From an optimization exercise on the open Yosys and OpenROAD flow, aimed at small area and a short achievable clock period; shortcuts taken in it are not production practice. In this exercise RTL edits were held to simulation tests only and were not proved equivalent to the original. Power and IR drop assume default switching activity.

`flow/run.sh`:
```
#!/bin/bash
# synth_recipe.tcl (not shown) runs the flow's synth.tcl, then flattens the netlist and writes it again
# the make line also repeats each setting of config.mk as NAME=value (left out here)
make -C /OpenROAD-flow-scripts/flow DESIGN_CONFIG=/design/flow/config.mk WORK_HOME=/design/flow/orfs CLKGATE_MAP_FILE= SYNTH_SCRIPT=/design/flow/synth_recipe.tcl finish
```
`flow/config.mk`:
```
export PLATFORM = sky130hd
export DESIGN_NAME = pod_cvt
export DESIGN_NICKNAME = pod_cvt
export VERILOG_FILES = /design/flow/design.v
export SDC_FILE = /design/flow/constraint.sdc
export NUM_CORES = 4
export LEC_CHECK = 0
export CAP_MARGIN = 20
export CORE_MARGIN = 2
export CORE_UTILIZATION = 40
export SLEW_MARGIN = 20
```
`flow/constraint.sdc`:
```
create_clock -name core_clock -period 18.0 [get_ports {clk}]
set_input_delay 3.6000 -clock core_clock [delete_from_list [all_inputs] [get_ports {clk}]]
set_output_delay 3.6000 -clock core_clock [all_outputs]
set_load 0.01 [all_outputs]
```
`flow/design.v`:
```
module pod_cvt (
    input  wire        clk,
    input  wire        rst,
    input  wire        in_valid,
    input  wire [31:0] in_x,        
    input  wire [3:0]  in_dtype,    
    input  wire        in_sr,       
    input  wire [31:0] in_w,        
    output reg         out_valid,
    output reg  [31:0] out_y,       
    output reg         out_nan      
);
    localparam DT_INT4 = 4'd0, DT_INT8 = 4'd1, DT_UINT8 = 4'd2, DT_UINT16 = 4'd3,
               DT_FP4 = 4'd4, DT_E4M3 = 4'd5, DT_E5M2 = 4'd6, DT_FP16 = 4'd7,
               DT_BF16 = 4'd8, DT_INT32 = 4'd10;
    reg        r_valid;
    reg [31:0] r_x, r_w;
    reg [3:0]  r_dt;
    reg        r_sr;
    always @(posedge clk) begin
        if (rst)
            r_valid <= 1'b0;
        else
            r_valid <= in_valid;
        r_x  <= in_x;
        r_w  <= in_w;
        r_dt <= in_dtype;
        r_sr <= in_sr;
    end
    reg              is_float;
    reg        [3:0] mbits;         
    reg signed [9:0] emin;          
    reg       [18:0] max_code;      
    reg       [18:0] ovf_code;      
    reg       [18:0] nan_code;      
    reg              has_nan;
    reg        [4:0] sign_pos;      
    reg signed [33:0] int_lo, int_hi;
    always @(*) begin
        is_float = 1'b1;
        mbits    = 4'd0;
        emin     = 10'sd0;
        max_code = 19'd0;
        ovf_code = 19'd0;
        nan_code = 19'd0;
        has_nan  = 1'b0;
        sign_pos = 5'd0;
        int_lo   = 34'sd0;
        int_hi   = 34'sd0;
        case (r_dt)
            DT_FP4: begin
                mbits = 4'd1;  emin = 10'sd0;    max_code = 19'h7;
                ovf_code = 19'h7;    sign_pos = 5'd3;
            end
            DT_E4M3: begin
                mbits = 4'd3;  emin = -10'sd6;   max_code = 19'h7E;
                ovf_code = 19'h7E;   nan_code = 19'h7F;   has_nan = 1'b1; sign_pos = 5'd7;
            end
            DT_E5M2: begin
                mbits = 4'd2;  emin = -10'sd14;  max_code = 19'h7B;
                ovf_code = 19'h7C;   nan_code = 19'h7F;   has_nan = 1'b1; sign_pos = 5'd7;
            end
            DT_FP16: begin
                mbits = 4'd10; emin = -10'sd14;  max_code = 19'h7BFF;
                ovf_code = 19'h7C00; nan_code = 19'h7E00; has_nan = 1'b1; sign_pos = 5'd15;
            end
            DT_BF16: begin
                mbits = 4'd7;  emin = -10'sd126; max_code = 19'h7F7F;
                ovf_code = 19'h7F80; nan_code = 19'h7FC0; has_nan = 1'b1; sign_pos = 5'd15;
            end
            DT_INT4:   begin is_float = 1'b0; int_lo = -34'sd8;   int_hi = 34'sd7;   end
            DT_INT8:   begin is_float = 1'b0; int_lo = -34'sd128; int_hi = 34'sd127; end
            DT_UINT8:  begin is_float = 1'b0; int_lo = 34'sd0;    int_hi = 34'sd255; end
            DT_UINT16: begin is_float = 1'b0; int_lo = 34'sd0;    int_hi = 34'sd65535; end
            DT_INT32:  begin is_float = 1'b0; int_lo = -34'sd2147483648;
                             int_hi = 34'sd2147483647; end
            default:   begin is_float = 1'b0; end
        endcase
    end
    wire        sgn   = r_x[31];
    wire [7:0]  efld  = r_x[30:23];
    wire [22:0] mfld  = r_x[22:0];
    wire        x_nan = (efld == 8'hFF) && (mfld != 23'd0);
    wire        x_inf = (efld == 8'hFF) && (mfld == 23'd0);
    wire [23:0] sig   = {efld != 8'd0, mfld};
    wire signed [9:0] eu = (efld == 8'd0) ? -10'sd126 : $signed({2'b00, efld}) - 10'sd127;
    wire signed [9:0] eg = (eu > emin) ? eu : emin;
    wire signed [9:0] u  = is_float ? eg - $signed({6'd0, mbits}) : 10'sd0;
    wire signed [10:0] d = u - eu + 11'sd23;
    wire [5:0]  dsh = d[10] ? 6'd0 : (d > 11'sd56) ? 6'd56 : d[5:0];
    wire [55:0] shifted = {sig, 32'd0} >> dsh;
    wire [23:0] n   = shifted[55:32];      
    wire [31:0] f32 = shifted[31:0];       
    wire        up_rne = f32[31] & ((f32[30:0] != 31'd0) | n[0]);
    wire [32:0] srsum  = {1'b0, f32} + {1'b0, r_w};
    wire        up_sr  = srsum[32];
    wire        up     = d[10] ? 1'b0 : (r_sr ? up_sr : up_rne);
    wire [24:0] nr     = {1'b0, n} + {24'd0, up};
    wire [9:0]  kexp  = eg - emin;
    wire [18:0] code  = ({9'd0, kexp} << mbits) + nr[18:0];
    wire        f_ovf = (code > max_code) || (nr[24:19] != 6'd0);
    reg  [18:0] fmag;
    reg  [31:0] fres;
    wire        i_big = !d[10] ? 1'b0 : (eu > 10'sd31);
    wire [33:0] imag  = d[10] ? ({10'd0, sig} << (-d)) : {9'd0, nr};
    wire signed [34:0] ival = sgn ? -$signed({1'b0, imag}) : $signed({1'b0, imag});
    reg  signed [34:0] isat;
    reg  [31:0] y;
    reg         nanflag;
    always @(*) begin
        y       = 32'd0;
        nanflag = 1'b0;
        fmag    = 19'd0;
        fres    = 32'd0;
        isat    = 35'sd0;
        if (is_float) begin
            if (x_nan) begin
                fres    = {13'd0, nan_code};
                nanflag = ~has_nan;
            end else begin
                if (x_inf || f_ovf)
                    fmag = ovf_code;
                else
                    fmag = code;
                fres = {13'd0, fmag} | ({31'd0, sgn} << sign_pos);
            end
            y = fres;
        end else begin
            if (x_nan) begin
                nanflag = (r_dt == DT_INT4) || (r_dt == DT_INT8) || (r_dt == DT_UINT8) ||
                          (r_dt == DT_UINT16) || (r_dt == DT_INT32);
                isat    = 35'sd0;
            end else if (x_inf || i_big)
                isat = sgn ? int_lo : int_hi;
            else if (ival < int_lo)
                isat = int_lo;
            else if (ival > int_hi)
                isat = int_hi;
            else
                isat = ival;
            case (r_dt)
                DT_INT4:   y = {28'd0, isat[3:0]};
                DT_INT8, DT_UINT8: y = {24'd0, isat[7:0]};
                DT_UINT16: y = {16'd0, isat[15:0]};
                DT_INT32:  y = isat[31:0];
                default:   y = 32'd0;
            endcase
        end
    end
    always @(posedge clk) begin
        if (rst)
            out_valid <= 1'b0;
        else
            out_valid <= r_valid;
        out_y   <= y;
        out_nan <= nanflag;
    end
endmodule
```
==> results.toml <==
[layout]
nFillCells = 4216
syn2layout_area_growth_pct = 14.9
final_net_count = 2585
diodes = 0
fin_cells = 2890
layout-drive-gt1-share = 0.117

[route]
dr.pass1.iters = 6
drt_iter0_drc = 2095
wirelength_um = 71100
via_per_inst = 6.47
vias = 18700
post_drt_wl_per_cell_um = 24.6
postRouteAntennaNets = 0
drc = 0

[setup_path]
reg2reg_setup_slack_ns = 1.0
critPathMaxStageDelay_ns = 0.72
worst-path-max-fanout = 23
required_ns = 18.36
cp_common_cell = "ha_1"
cp-end-kind = "register"
cp-start-kind = "register"
r2r-end = "out_y[23]"
worstPathArrival_ns = 17.37
rr_startpoint = "r_x[25]"
critPathSlowestCell = "o32ai_1"
rr_worst_depth = 62
criticalPathCategory = "reg2reg"

[placement]
gp_routability_congestion = 1.13
post-dp-hpwl_um = 56500
port_buffers = 105
dp_cells = 2853
pre_cts_slack_ns = 0.227

[clocking]
numCtsBuffers = 17
cts_tree = "built"
clockBufferDepth = 2
cts.clk_slew.worst_paths_ns = 0.07
worstSkewPairLatency_ns = 0.49
cts_max_level = 4
clkSinkCount = 127
cts-root-buf = "clkbuf_16"

[synthesis]
synth_largest_area_cell = "dfxtp_1"
synth_most_common_cell = "nand2_1"
synth.avg_cell_area_sq_um = 7.49
syn_nets = 2517
ys_top_cells_by_count = "202 x nand2_1, 180 x nor2_1, 172 x ha_1, 156 x o21ai_0, 143 x a21oi_1"
ys_seq_elements = 127
syn_inst = 2270
yosysTopAreaCellShare = 0.150
ys.flop_type = "dfxtp_1"
netlist_area_sq_mm = 0.0170
yosysSeqAreaShare = 0.150
yosys-top-cells-area = "dfxtp_1 15%, ha_1 13%, o21ai_0 4.6%, nand2_1 4.5%, a21oi_1 4.2%"
async_flop_share = 0
synth_cell_types = 120
ys_warn_count = 1
synth_edf_count = 0

[grt]
met3_usage = 0.0715
globalRoute.busiestLayer = "met2"
grt_pass1_wl_um = 107000
grt_max_degree = 53
grtUsageMet2 = 0.513
use_met1 = 0.390
antenna_found_initial = 0
grt_usage = 0.320
grt_pass1_vias = 17800
grt_overflow_total = 0

[sta]
clock_skew_ns = 0.0139
tightest_slew_ns = 1.01
setup_viol = 0
max_freq_ghz = 0.0588
slew_violations = 0
final-hold-violation-count = 0
fin_crit_ns = 17.00
layout_setup_ws_ns = 0.995
post-route-period-util = 0.945
slew_headroom = 0.318

[power_and_ir_drop]
p_per_area_mw_per_mm2 = 137
p_leak_nw = 7.84
ir_drop_mv = 0.0752

[run_status]
status = "no timing/DRC/antenna violations"

[die]
row_count = 75
die_area_sq_mm = 0.0442
core_sq_mm = 0.0419
die_h_um = 210
chipWidth_um = 210
io_pins = 106
start_util = 0.405

[worst_hold_path]
hold_end = "out_valid"
worst_hold_path.num_cells = 1
min_from = "r_valid"
min_path_type = "reg2reg"

[job]
drv_cap = 0
-- layout by cell type, fill, tap and decap left out, types with 17 or more instances in the layout --
cell and count:
nor2b_1 32, clkbuf_16 17, a31oi_1 23, buf_4 82, nand2_1 201, and2_1 23
nor2_1 176, o211ai_1 24, o21ai_0 156, a21o_1 37, a211oi_1 28, a21oi_1 142
nor3_1 65, o22ai_1 33, dfxtp_1 127, or4_1 17, xor2_1 26, xnor2_1 55
clkdlybuf4s50_1 105, inv_1 103, nand2b_1 32, nor4_1 37, ha_1 169, nand4_1 50
nand3_1 80, mux2i_1 57
-- sequential cells by signal, indices dropped and copies added, names as in the netlist, 2 cells and up --
| register | cells |
|---|---|
| ovf_code | 6 |
| max_code | 3 |
| r_dt | 4 |
| emin | 2 |
| r_x | 32 |
| out_y | 32 |
| sign_pos | 2 |
| int_hi | 5 |
| r_w | 32 |
| int_lo | 3 |
-- worst max-delay path: cells and delay by family (launching register included) --
family / cells / cell delay (ns)
xor+xnor: 2 / 0.42
flops: 1 / 0.46
simple gates: 23 / 6.16
fa+ha+maj: 9 / 3.10
compound gates: 26 / 6.19
buf+inv: 2 / 0.49
-- cell families (layout without fill, tap and decap cells) --
kind of cell	Yosys count	after routing	share of synthesized area
xor gates and xnor gates	87	87	0.0465
AOI/OAI and AO/OA	718	718	0.296
muxes	85	85	0.0612
DFF	127	127	0.150
and+or+nand+nor	831	831	0.252
adders and majority gates	178	178	0.132
buffers and inverters	244	325	0.0626
-- routing by layer --
layer | vias to the layer above | wire, um
met5 | - | 0
met4 | 0 | 4270
met3 | 231 | 5990
met2 | 983 | 32200
met1 | 8788 | 28600
li1 | 8701 | -
-- area by class of cell --
type / instances / area [sq um] / area share
multi-input combinational: 1899 / 13600 / 0.699
sequential: 127 / 2540 / 0.130
timing repair buffer: 188 / 1680 / 0.0859
tap: 539 / 674 / 0.0345
clock buffer: 17 / 425 / 0.0218
inverter: 105 / 394 / 0.0202
clock inverter: 15 / 173 / 0.00884
-- stage by stage --
stage	power [mW]	setup TNS [ns]	util	hold slack (ns)	instance area (sq um)
finish	2.68	0	0.466	0.447	19500
CTS	2.62	0	0.460	0.454	19300
global route	2.87	-0.0538	0.466	0.472	19500
detailed placement	2.24	0	0.445	0.431	18700
global placement	2.22	0	0.445	0.426	18700
floorplan	1.67	0	-	0.414	17000
-- repair_timing --
item                       CTS  global route
buffers inserted             0             5
resized for setup            0            44
setup endpoints to repair    0            32
hold buffers                 0             0
-- power by group --
part	internal [mW]	switching (mW)	total (mW)
Sequential	0.303	0.0235	0.327
Clock	0.207	0.153	0.360
Combinational	0.722	1.28	2.00
Total	1.23	1.45	2.68
-- how the worst max path moves through the flow --
stage                end    start  slack [ns]
6_report       out_y[23]  r_x[25]         1.0
5_1_grt        out_y[10]  r_x[25]       -0.02
4_1_cts        out_y[23]  r_x[25]        0.13
3_5_place_dp   out_y[23]  r_x[25]        0.23
3_3_place_gp   out_y[23]  r_x[26]        0.66
2_1_floorplan  out_y[14]  r_x[23]        2.63

[afterwards: timing with drivers on the ports]
Ports are ideal in the flow. The routed layout listed here was re-timed in OpenROAD. Step 1: set_driving_cell puts a clkbuf_16 on clk and a buf_2 on each other input, an assumption about the parent block. Step 2 moves the port delays by t, midway between the first and last clock arrival at a register: inputs arrive t later, outputs are due t later. That takes back most of the time a late clock gives input paths. Slacks: ideal / step 1 / step 2; pairs: ideal / step 1.
t (ns): 0.541
setup WS [ns]: 0.995 / 0.995 / 0.995
hold WS [ns]: 0.447 / 0.447 / 0.447
cell pins on the clock port's net: 1
After both steps setup and hold are still met in this run. For this run, drivers alone change the setup slack by 0.000 ns; drivers and shift together by 0.000 ns.
